Context: an optimization exercise on an open-source flow, tuned for small area, a short achievable clock period and few clock cycles per item. The choices shown serve that exercise and are no tape-out recipe. In this exercise RTL edits were held to simulation tests only and were not proved equivalent to the original. Power and IR drop assume default switching activity.

===== design/flow/run.sh =====
#!/bin/bash
# synth_recipe.tcl (not shown) runs the flow's synth.tcl, then flattens the netlist and writes it again
# the make line also repeats each setting of config.mk as NAME=value (left out here)
make -C /OpenROAD-flow-scripts/flow DESIGN_CONFIG=/design/flow/config.mk WORK_HOME=/design/flow/orfs CLKGATE_MAP_FILE= SYNTH_SCRIPT=/design/flow/synth_recipe.tcl finish

===== design/flow/config.mk =====
export PLATFORM = sky130hd
export DESIGN_NAME = subblock_chooser
export DESIGN_NICKNAME = subblock_chooser
export VERILOG_FILES = /design/flow/design.v
export SDC_FILE = /design/flow/constraint.sdc
export NUM_CORES = 4
export LEC_CHECK = 0
export CAP_MARGIN = 30
export CORE_MARGIN = 2
export CORE_UTILIZATION = 65
export CTS_CLUSTER_DIAMETER = 80
export CTS_CLUSTER_SIZE = 22
export PLACE_DENSITY = 0.78
export SLEW_MARGIN = 45

===== design/flow/constraint.sdc =====
create_clock -name core_clock -period 20.0 [get_ports {clk}]
set_input_delay 4.0000 -clock core_clock [delete_from_list [all_inputs] [get_ports {clk}]]
set_output_delay 4.0000 -clock core_clock [all_outputs]
set_load 0.01 [all_outputs]

===== design/flow/design.v =====
module subblock_chooser (
    input  wire        clk,
    input  wire        rst,
    input  wire        in_valid,
    output wire        in_ready,
    input  wire        in_first,
    input  wire        in_last,
    input  wire [23:0] in_value,
    input  wire [1:0]  in_hcnt,
    input  wire [23:0] in_hist1,
    input  wire [23:0] in_hist2,
    input  wire [23:0] in_hist3,
    output reg         out_valid,
    input  wire        out_ready,
    output reg  [1:0]  out_mode,
    output reg  [4:0]  out_param,
    output reg  [11:0] out_bits
);
    localparam NK = 23;             
    localparam NC = 4 * NK + 1;     
    localparam ESC = NK;            
    reg        rdy;                 
    reg  [1:0] outst;               
    assign in_ready = rdy;
    reg  [2:0] hold;
    wire       rdyc = (hold == 3'd0) && (outst <= 2'd1);
    wire take     = in_valid && rdyc;
    wire take_end = take && in_last;
    wire pop      = out_valid && out_ready;
    wire [2:0] hold_n = take ? ((in_first && in_last) ? 3'd4 : {1'b0, in_last, in_first})
                             : (hold != 3'd0) ? hold - 3'd1 : 3'd0;
    wire [1:0] outst_n = outst + {1'b0, take_end} - {1'b0, pop};
    always @(posedge clk) begin
        if (rst) begin
            rdy   <= 1'b1;
            outst <= 2'd0;
            hold  <= 2'd0;
        end else begin
            outst <= outst_n;
            hold  <= hold_n;
            rdy   <= (hold_n == 3'd0) && (outst_n <= 2'd1);
        end
    end
    reg        conv, conv2, va, firsta, lasta;
    reg        inblk;               
    reg [23:0] xa, y1;
    reg [24:0] t1, t2;
    reg [1:0]  ha;
    wire signed [27:0] sx  = $signed(xa);
    wire signed [27:0] sy1 = $signed(y1);
    wire signed [27:0] st1 = $signed(t1);
    wire signed [27:0] st2 = $signed(t2);
    wire signed [27:0] d1  = sx - sy1;
    wire [24:0] c12 = $signed(y1) - $signed(t1);    
    wire [24:0] c23 = t1 - t2;                      
    always @(posedge clk) begin
        if (rst) begin
            conv  <= 1'b0;
            conv2 <= 1'b0;
            va    <= 1'b0;
            inblk <= 1'b0;
        end else begin
            conv  <= take && in_first;
            conv2 <= conv && lasta;
            va    <= (take && !in_first) || (conv && !lasta) || conv2;
            if (take)
                inblk <= !in_last;
        end
        if (rdyc) begin
            xa     <= in_value;
            firsta <= in_first;
            lasta  <= in_last;
        end
        if (rdyc && !inblk) begin
            y1 <= (in_hcnt != 2'd0) ? in_hist1 : 24'd0;
            t1 <= {in_hist2[23], in_hist2};
            t2 <= {in_hist3[23], in_hist3};
            ha <= in_hcnt;
        end else if (conv) begin
            t1 <= (ha >= 2'd2) ? c12 : 25'd0;
            t2 <= (ha == 2'd3) ? c23 : (ha == 2'd2) ? c12 : 25'd0;
        end else if (va) begin
            y1 <= xa;
            t1 <= (ha != 2'd0) ? d1[24:0] : 25'd0;
            t2 <= (ha == 2'd3) ? t1 : (ha == 2'd1) ? d1[24:0] : (ha == 2'd2) ? t1 : 25'd0;
            ha <= (ha == 2'd3) ? 2'd3 : ha + 2'd1;
        end
    end
    wire signed [27:0] d2 = sx - sy1 - st1;              
    wire signed [27:0] d3 = sx - sy1 - 2 * st1 + st2;    
    wire signed [27:0] e1n = d1;
    wire signed [27:0] e2n = d2;
    wire signed [27:0] e3n = d3;
    reg        v1, first1, last1;
    reg [23:0] e0;
    reg [24:0] e1;
    reg [25:0] e2;
    reg [26:0] e3;
    always @(posedge clk) begin
        if (rst)
            v1 <= 1'b0;
        else
            v1 <= va;
        first1 <= firsta;
        last1  <= lasta;
        e0 <= xa;
        e1 <= e1n[24:0];
        e2 <= e2n[25:0];
        e3 <= e3n[26:0];
    end
    wire [26:0] un [0:3];
    assign un[0] = {3'd0, e0[22:0], 1'b0} ^ {3'd0, {24{e0[23]}}};
    assign un[1] = {2'd0, e1[23:0], 1'b0} ^ {2'd0, {25{e1[24]}}};
    assign un[2] = {1'd0, e2[24:0], 1'b0} ^ {1'd0, {26{e2[25]}}};
    assign un[3] = {e3[25:0], 1'b0} ^ {27{e3[26]}};
    reg        vb, firstb, lastb, keepb;
    reg        shb;                 
    reg        rstd, rstd2;         
    reg        s1, s2, s3, s4, s5;  
    reg [26:0] uu  [0:3];
    reg [NK-1:0] sml [0:3];
    genvar gp, gk, gb;
    generate
        for (gp = 0; gp < 4; gp = gp + 1) begin : gsml
            wire [27:5] zh;
            assign zh[27] = 1'b1;
            for (gb = 5; gb < 27; gb = gb + 1) begin : gz
                assign zh[gb] = ~|un[gp][26:gb];
            end
            for (gk = 0; gk < NK; gk = gk + 1) begin : gk_
                always @(posedge clk)
                    sml[gp][gk] <= v1 && zh[gk+5]
                                   && !(un[gp][gk+4] && un[gp][gk+3]);
            end
            always @(posedge clk)
                uu[gp] <= un[gp];
        end
    endgenerate
    always @(posedge clk) begin
        if (rst)
            vb <= 1'b0;
        else
            vb <= v1;
        firstb <= first1;
        lastb  <= last1;
        keepb  <= !(v1 && first1);
        shb    <= (vb && lastb) || s1 || s2 || rst || rstd || rstd2;
        rstd   <= rst;
        rstd2  <= rstd;
    end
    reg [11:0] acc [0:4*NK-1];
    reg [11:0] esc;                 
    generate
        for (gp = 0; gp < 4; gp = gp + 1) begin : gmode
            for (gk = 0; gk < NK; gk = gk + 1) begin : gacc
                wire [4:0] q   = uu[gp][gk+4:gk];
                wire [5:0] g   = sml[gp][gk] ? (6'd47 - gk - {1'b0, q}) : 6'd0;
                wire [11:0] a  = {acc[gp*NK+gk][11:9] & {3{keepb}},
                                  acc[gp*NK+gk][8:0]};
                wire [6:0] c;
                wire [5:0] slo;
                assign c[0] = 1'b0;
                for (gb = 0; gb < 6; gb = gb + 1) begin : glo
                    assign slo[gb]  = a[gb] ^ g[gb] ^ c[gb];
                    assign c[gb+1]  = (a[gb] & g[gb]) | (a[gb] & c[gb]) | (g[gb] & c[gb]);
                end
                wire [5:0] pr;
                wire [5:0] shi;
                assign pr[0] = 1'b1;
                for (gb = 1; gb < 6; gb = gb + 1) begin : gpr
                    assign pr[gb] = pr[gb-1] & a[5+gb];
                end
                for (gb = 0; gb < 6; gb = gb + 1) begin : ghi
                    assign shi[gb] = a[6+gb] ^ (c[6] & pr[gb]);
                end
                wire [11:0] sum = (gk >= 16) ? {1'b0, shi[4:0], slo} : {shi, slo};
                always @(posedge clk) begin
                    acc[gp*NK+gk][11:3] <= shb ? acc[gp*NK+gk][8:0] : sum[11:3];
                    acc[gp*NK+gk][2:0]  <= shb ? 3'd0 : sum[2:0];
                end
            end
        end
    endgenerate
    always @(posedge clk)
        if (vb)
            esc <= firstb ? 12'd24 : esc + 12'd24;
    reg [NC-1:0] al;                
    reg [11:0]   mn;                
    reg [11:0]   esc5;              
    wire [2:0] escq = s1 ? esc[11:9] : s2 ? esc[8:6] : s3 ? esc[5:3] : esc[2:0];
    wire [2:0] cv [0:NC-1];
    genvar g;
    generate
        for (g = 0; g < NC; g = g + 1) begin : gcand
            if (g < NK)
                assign cv[g] = ~acc[g][11:9];
            else if (g == ESC)
                assign cv[g] = ~escq;
            else
                assign cv[g] = ~acc[g-1][11:9];
        end
    endgenerate
    wire [NC-1:0] bp [0:2];
    genvar gi, gj;
    generate
        for (gj = 0; gj < 3; gj = gj + 1) begin : gplane
            for (gi = 0; gi < NC; gi = gi + 1) begin : gbit
                assign bp[gj][gi] = cv[gi][gj];
            end
        end
    endgenerate
    wire anyh = |(al & ~bp[2]);
    wire x    = |(al & ~bp[2] & ~bp[1]);
    wire y    = |(al & ~bp[1]);
    wire anyl = anyh ? x : y;
    wire z00  = |(al & ~bp[2] & ~bp[1] & ~bp[0]);
    wire z01  = |(al & ~bp[2] &  bp[1] & ~bp[0]);
    wire z10  = |(al &  bp[2] & ~bp[1] & ~bp[0]);
    wire z11  = |(al &  bp[2] &  bp[1] & ~bp[0]);
    wire any0 = anyh ? (anyl ? z00 : z01) : (anyl ? z10 : z11);
    wire [NC-1:0] aln = al & ~(bp[2] & {NC{anyh}}) & ~(bp[1] & {NC{anyl}})
                           & ~(bp[0] & {NC{any0}});
    integer i;
    always @(posedge clk) begin
        if (rst) begin
            s1 <= 1'b0;
            s2 <= 1'b0;
            s3 <= 1'b0;
            s4 <= 1'b0;
            s5 <= 1'b0;
        end else begin
            s1 <= vb && lastb;
            s2 <= s1;
            s3 <= s2;
            s4 <= s3;
            s5 <= s4;
        end
        esc5 <= esc;
        al <= (s1 || s2 || s3 || s4) ? aln : {NC{1'b1}};
        mn <= {mn[8:0], !anyh, !anyl, !any0};
    end
    reg [1:0]  pm;
    reg [4:0]  pk;
    always @(*) begin
        pm = 2'd0;
        pk = 5'd0;
        for (i = NC - 1; i >= 0; i = i - 1) begin
            if (al[i]) begin
                if (i < NK) begin
                    pm = 2'd0;
                    pk = i;
                end else if (i == ESC) begin
                    pm = 2'd0;
                    pk = 5'd31;
                end else begin
                    pm = (i - 1) / NK;
                    pk = (i - 1) % NK;
                end
            end
        end
    end
    wire [11:0] bits = {esc5[10:0], 1'b0} + mn + 12'd9;
    reg        qv;
    reg [1:0]  qmode;
    reg [4:0]  qparam;
    reg [11:0] qbits;
    always @(posedge clk) begin
        if (rst) begin
            out_valid <= 1'b0;
            qv        <= 1'b0;
        end else begin
            if (!out_valid || out_ready) begin
                if (qv) begin
                    out_valid <= 1'b1;
                    out_mode  <= qmode;
                    out_param <= qparam;
                    out_bits  <= qbits;
                    qv        <= s5;
                    qmode     <= pm;
                    qparam    <= pk;
                    qbits     <= bits;
                end else begin
                    out_valid <= s5;
                    out_mode  <= pm;
                    out_param <= pk;
                    out_bits  <= bits;
                end
            end else if (s5) begin
                qv     <= 1'b1;
                qmode  <= pm;
                qparam <= pk;
                qbits  <= bits;
            end
        end
    end
endmodule

==> run notes <==
==> where the power goes <==
part / switching (mW) / total [mW] / internal, mW
clock network: 1.24 / 2.24 / 0.996
logic: 2.49 / 4.13 / 1.64
registers: 0.528 / 4.29 / 3.77
total: 4.26 / 10.7 / 6.40
==> sequential cells by signal, summed over array words and instances, names as in the netlist, 3 cells and up <==
register and count:
qbits 12, y1 24, out_param 5, xa 24
e3 27, uu 102, esc5 8, sml 87
acc 1104, e0 24, e2 26, e1 25
esc 9, t2 25, al 93, qparam 5
mn 12, out_bits 12, hold 3, t1 25
==> cells in the mapped netlist, drive strengths merged (163+ instances only) <==
library cell  number
nor2             487
nor2b            471
dfxtp           1535
xor2             247
xnor2            426
nand3            387
ha               488
clkbuf           483
mux2             364
inv              608
o21ai            600
fa               505
a21oi            273
and2             328
nand2            895
nand4            163
==> final timing paths <==
kind | end | slack [ps]
max | out_valid | 14270
min | rstd2$_DFF_P_ | 360
max reg2reg | e2[25]$_DFF_P_ | 14400
min reg2reg | rstd2$_DFF_P_ | 360
==> metrics by stage <==
| stage | util, % | area (um^2) |
|---|---|---|
| CTS | 69.7 | 100000 |
| detailed placement | 67.5 | 96900 |
| global route | 69.8 | 100000 |
| finish | 69.8 | 100000 |
| global placement | 67.3 | 96600 |
| floorplan | - | 93900 |
==> layout make-up <==
cell class              count  area (um^2)  area share [%]
well taps                1903         2380            2.38
flip-flops and latches   1684        35200            35.2
repair buffers            270         2520            2.51
diodes                     12         30.0          0.0300
clock buffers             119         2580            2.58
multi-input cells        6995        54600            54.5
clock inverters            37          544           0.543
inverters                 609         2290            2.28
==> cell families (layout without fill, tap and decap cells) <==
group	after synthesis	in the layout	share of synthesized area [%]
AND/OR/NAND/NOR	3297	3297	18.3
flip-flops	1684	1684	37.5
AO/OA/AOI/OAI	1577	1577	10.8
buffers and inverters	1145	1035	4.60
adder cells (fa/ha/maj)	993	993	17.3
XOR/XNOR	673	673	6.28
multiplexers	455	455	5.33
other	0	12	0
==> per-layer routing <==
| layer | up-vias | share of wire, % | global-route usage (%) |
|---|---|---|---|
| met5 | - | 0.051 | 0 |
| met4 | 24 | 8.0 | 28.6 |
| met3 | 983 | 10 | 12.0 |
| met2 | 3986 | 44 | 67.9 |
| met1 | 36700 | 38 | 54.0 |
| li1 | 33300 | - | - |
==> run notes <==
# TYPE chip_impl_metric gauge
chip_impl_metric{name="synth_cell_type_count",unit=""} 88
chip_impl_info{name="synth.top_cells.by_area",value="dfxtp_1 (33%), fa_1 (11%), ha_1 (6.5%), edfxtp_1 (4.8%), mux2_2 (4.4%)"} 1
chip_impl_metric{name="dp_slack",unit="ps"} 13870
chip_impl_metric{name="tritoncts.num_buffers",unit=""} 97
chip_impl_metric{name="grt_first_pass_wirelength",unit="um"} 478000
chip_impl_metric{name="maxCapViolCount",unit=""} 0
chip_impl_metric{name="vias",unit=""} 74900
chip_impl_metric{name="path_depth",unit=""} 1
chip_impl_metric{name="ios",unit=""} 125
chip_impl_metric{name="synth_seq_area_share",unit="%"} 37.5
chip_impl_metric{name="yosys_register_bits",unit=""} 1684
chip_impl_metric{name="fill_count",unit=""} 10000
chip_impl_info{name="leading_cell_types_in_the_layout_fill_and_taps_excluded",value="dfxtp_1 (1522), nand2_1 (892), inv_1 (607)"} 1
chip_impl_metric{name="vdd_drop_max",unit="uV"} 114
chip_impl_metric{name="placed_cells_incl_taps",unit=""} 11500
chip_impl_metric{name="routed_via_density",unit=""} 6.44
chip_impl_metric{name="first_global_vias",unit=""} 74100
chip_impl_metric{name="clock_tree.buffer_depth",unit=""} 3
chip_impl_metric{name="skew",unit="ps"} 43.2
chip_impl_metric{name="worstHoldPathCells",unit=""} 0
chip_impl_metric{name="route.antenna.remaining_nets",unit=""} 0
chip_impl_metric{name="place.detailed.hpwl",unit="um"} 252000
chip_impl_metric{name="yosys_warnings",unit=""} 4
chip_impl_metric{name="synth-edff-count",unit=""} 149
chip_impl_metric{name="worstSkewPairLatency",unit="ps"} 790
chip_impl_metric{name="largest_net_degree_at_the_start_of_global_routing",unit=""} 170
chip_impl_info{name="grt_setup_unrepaired",value="no"} 1
chip_impl_info{name="yosysTopAreaCell",value="dfxtp_1"} 1
chip_impl_info{name="tritoncts",value="yes"} 1
chip_impl_metric{name="floorplan.initialDensity",unit="%"} 65.5
chip_impl_metric{name="achievable-frequency",unit="GHz"} 0.175
chip_impl_metric{name="setup_viol_count_final",unit=""} 0
chip_impl_metric{name="cts.hold.buffers_added",unit=""} 0
chip_impl_info{name="critPathLaunch",value="out_valid$_SDFFE_PP0N_"} 1
chip_impl_metric{name="area.growth.synth_to_final",unit="%"} 6.69
chip_impl_metric{name="finalWorstPathRequiredPeriod",unit="ps"} 5730
chip_impl_info{name="layout_commonest_cell",value="dfxtp_1"} 1
chip_impl_metric{name="layout_setup_ws",unit="ps"} 14270
chip_impl_metric{name="port-buffer-count",unit=""} 124
chip_impl_metric{name="postRouteWirelength",unit="um"} 328000
chip_impl_info{name="reg2reg_from",value="xa[0]$_DFFE_PP_"} 1
chip_impl_metric{name="tritoncts_num_sinks",unit=""} 1684
chip_impl_metric{name="drt-wirelength-per-cell",unit="um"} 28.2
chip_impl_metric{name="drt-pass1-iter-count",unit=""} 6
chip_impl_metric{name="final.period_utilization",unit="%"} 28.6
chip_impl_metric{name="hold_ws",unit="ps"} 364
chip_impl_metric{name="timing.setup.tns",unit="ps"} 0
chip_impl_metric{name="slew_headroom",unit="%"} 36.6
chip_impl_info{name="critical_path.slowest_cell",value="clkdlybuf4s50_1"} 1
chip_impl_info{name="synthFlopType",value="dfxtp_1"} 1
chip_impl_metric{name="worst_setup_hold_path_clk_slew",unit="ps"} 100
chip_impl_metric{name="drive_gt1_share",unit="%"} 7.61
chip_impl_metric{name="setup_fix_bufs_post_cts",unit=""} 0
chip_impl_metric{name="floorplan.core_area",unit="um^2"} 143000
chip_impl_metric{name="floorplan.die.height",unit="um"} 384
chip_impl_metric{name="htreeDepth",unit=""} 3
chip_impl_metric{name="grt_util_all_layers",unit="%"} 43.9
chip_impl_metric{name="arrival",unit="ps"} 1730
chip_impl_metric{name="post_cts_resize_count",unit=""} 0
chip_impl_metric{name="report.final.hold_viol_count",unit=""} 0
chip_impl_metric{name="globalRouteOverflowTotal",unit=""} 0
chip_impl_metric{name="die_width",unit="um"} 384
chip_impl_info{name="setup.worst_path.class",value="reg -> out"} 1
chip_impl_info{name="hold_start",value="rstd$_DFF_P_"} 1
chip_impl_metric{name="grt_antenna_before_repair",unit=""} 24
chip_impl_metric{name="initialDrtViolationCount",unit=""} 8429
chip_impl_metric{name="routabilityCongestion",unit=""} 1.12
chip_impl_info{name="critical-path-top-delay-family",value="buffers and inverters"} 1
chip_impl_metric{name="synth.top_cell.area_share",unit="%"} 32.7
chip_impl_info{name="worstHoldPathType",value="reg -> reg"} 1
chip_impl_metric{name="slowest_delay",unit="ps"} 560
chip_impl_metric{name="layoutNonFillerInstCount",unit=""} 11600
chip_impl_metric{name="critical_path_fanouts_max",unit=""} 3
chip_impl_metric{name="postSynthAreaPerCell",unit="um^2"} 9.56
chip_impl_info{name="run_status",value="no timing/DRC/antenna violations"} 1
chip_impl_metric{name="cp.buffers_inverters",unit=""} 1
chip_impl_metric{name="reg2reg_depth",unit=""} 22
chip_impl_info{name="timing.critical_path.to_type",value="output port"} 1
chip_impl_metric{name="synthesis.nets",unit=""} 10900
chip_impl_metric{name="dieArea",unit="um^2"} 148000
chip_impl_metric{name="netlist_area",unit="um^2"} 93900
chip_impl_metric{name="worst_ep_required_time",unit="ps"} 16000
chip_impl_info{name="crit_chain",value="clkdlybuf4s50_1"} 1
chip_impl_info{name="crit_path_start_kind",value="register"} 1
chip_impl_metric{name="power.density_cell_area",unit="nW/um^2"} 106
chip_impl_metric{name="worst_slew_pin_slew",unit="ps"} 943
chip_impl_metric{name="std_cell_rows",unit=""} 139
chip_impl_metric{name="drc",unit=""} 0
chip_impl_metric{name="report.power.total",unit="mW"} 10.7
chip_impl_metric{name="report.final.slew_viol_count",unit=""} 0
chip_impl_metric{name="syn_inst",unit=""} 9824
chip_impl_metric{name="leakagePower",unit="nW"} 41.1
chip_impl_metric{name="finish.net_count",unit=""} 10800
chip_impl_metric{name="ys_async_sr_fraction",unit="%"} 0
chip_impl_info{name="root_buffer",value="clkbuf_16"} 1
Testbench counts, summed over its fixed seeds: cycles 75,117, subblocks 1,280.

==> port drivers added, routing unchanged <==
How much do the figures lean on ideal ports? The routed layout below was timed once more, with nothing changed but the port constraints. Step 1 sets driving cells, clkbuf_16 on the clock port and buf_2 on the other inputs (assumed; they add their load-dependent delay and slew). Step 2 adds t to the input delays and takes it off the output delays; t is the mean of the earliest and latest rising clock arrival at the registers after step 1. Input paths then give back, and output paths get back, about the clock's delay inside the block. a / b / c = ideal / step 1 / step 2; a / b = the first two.
t, ns: 0.849
slack for setup (ns): 14.273 / 14.191 / 13.755
hold WS [ns]: 0.364 / 0.364 / 0.364
After both steps setup and hold are still met in this run. The setup slack of this run moves by -0.082 ns with the drivers and by -0.518 ns with both steps.
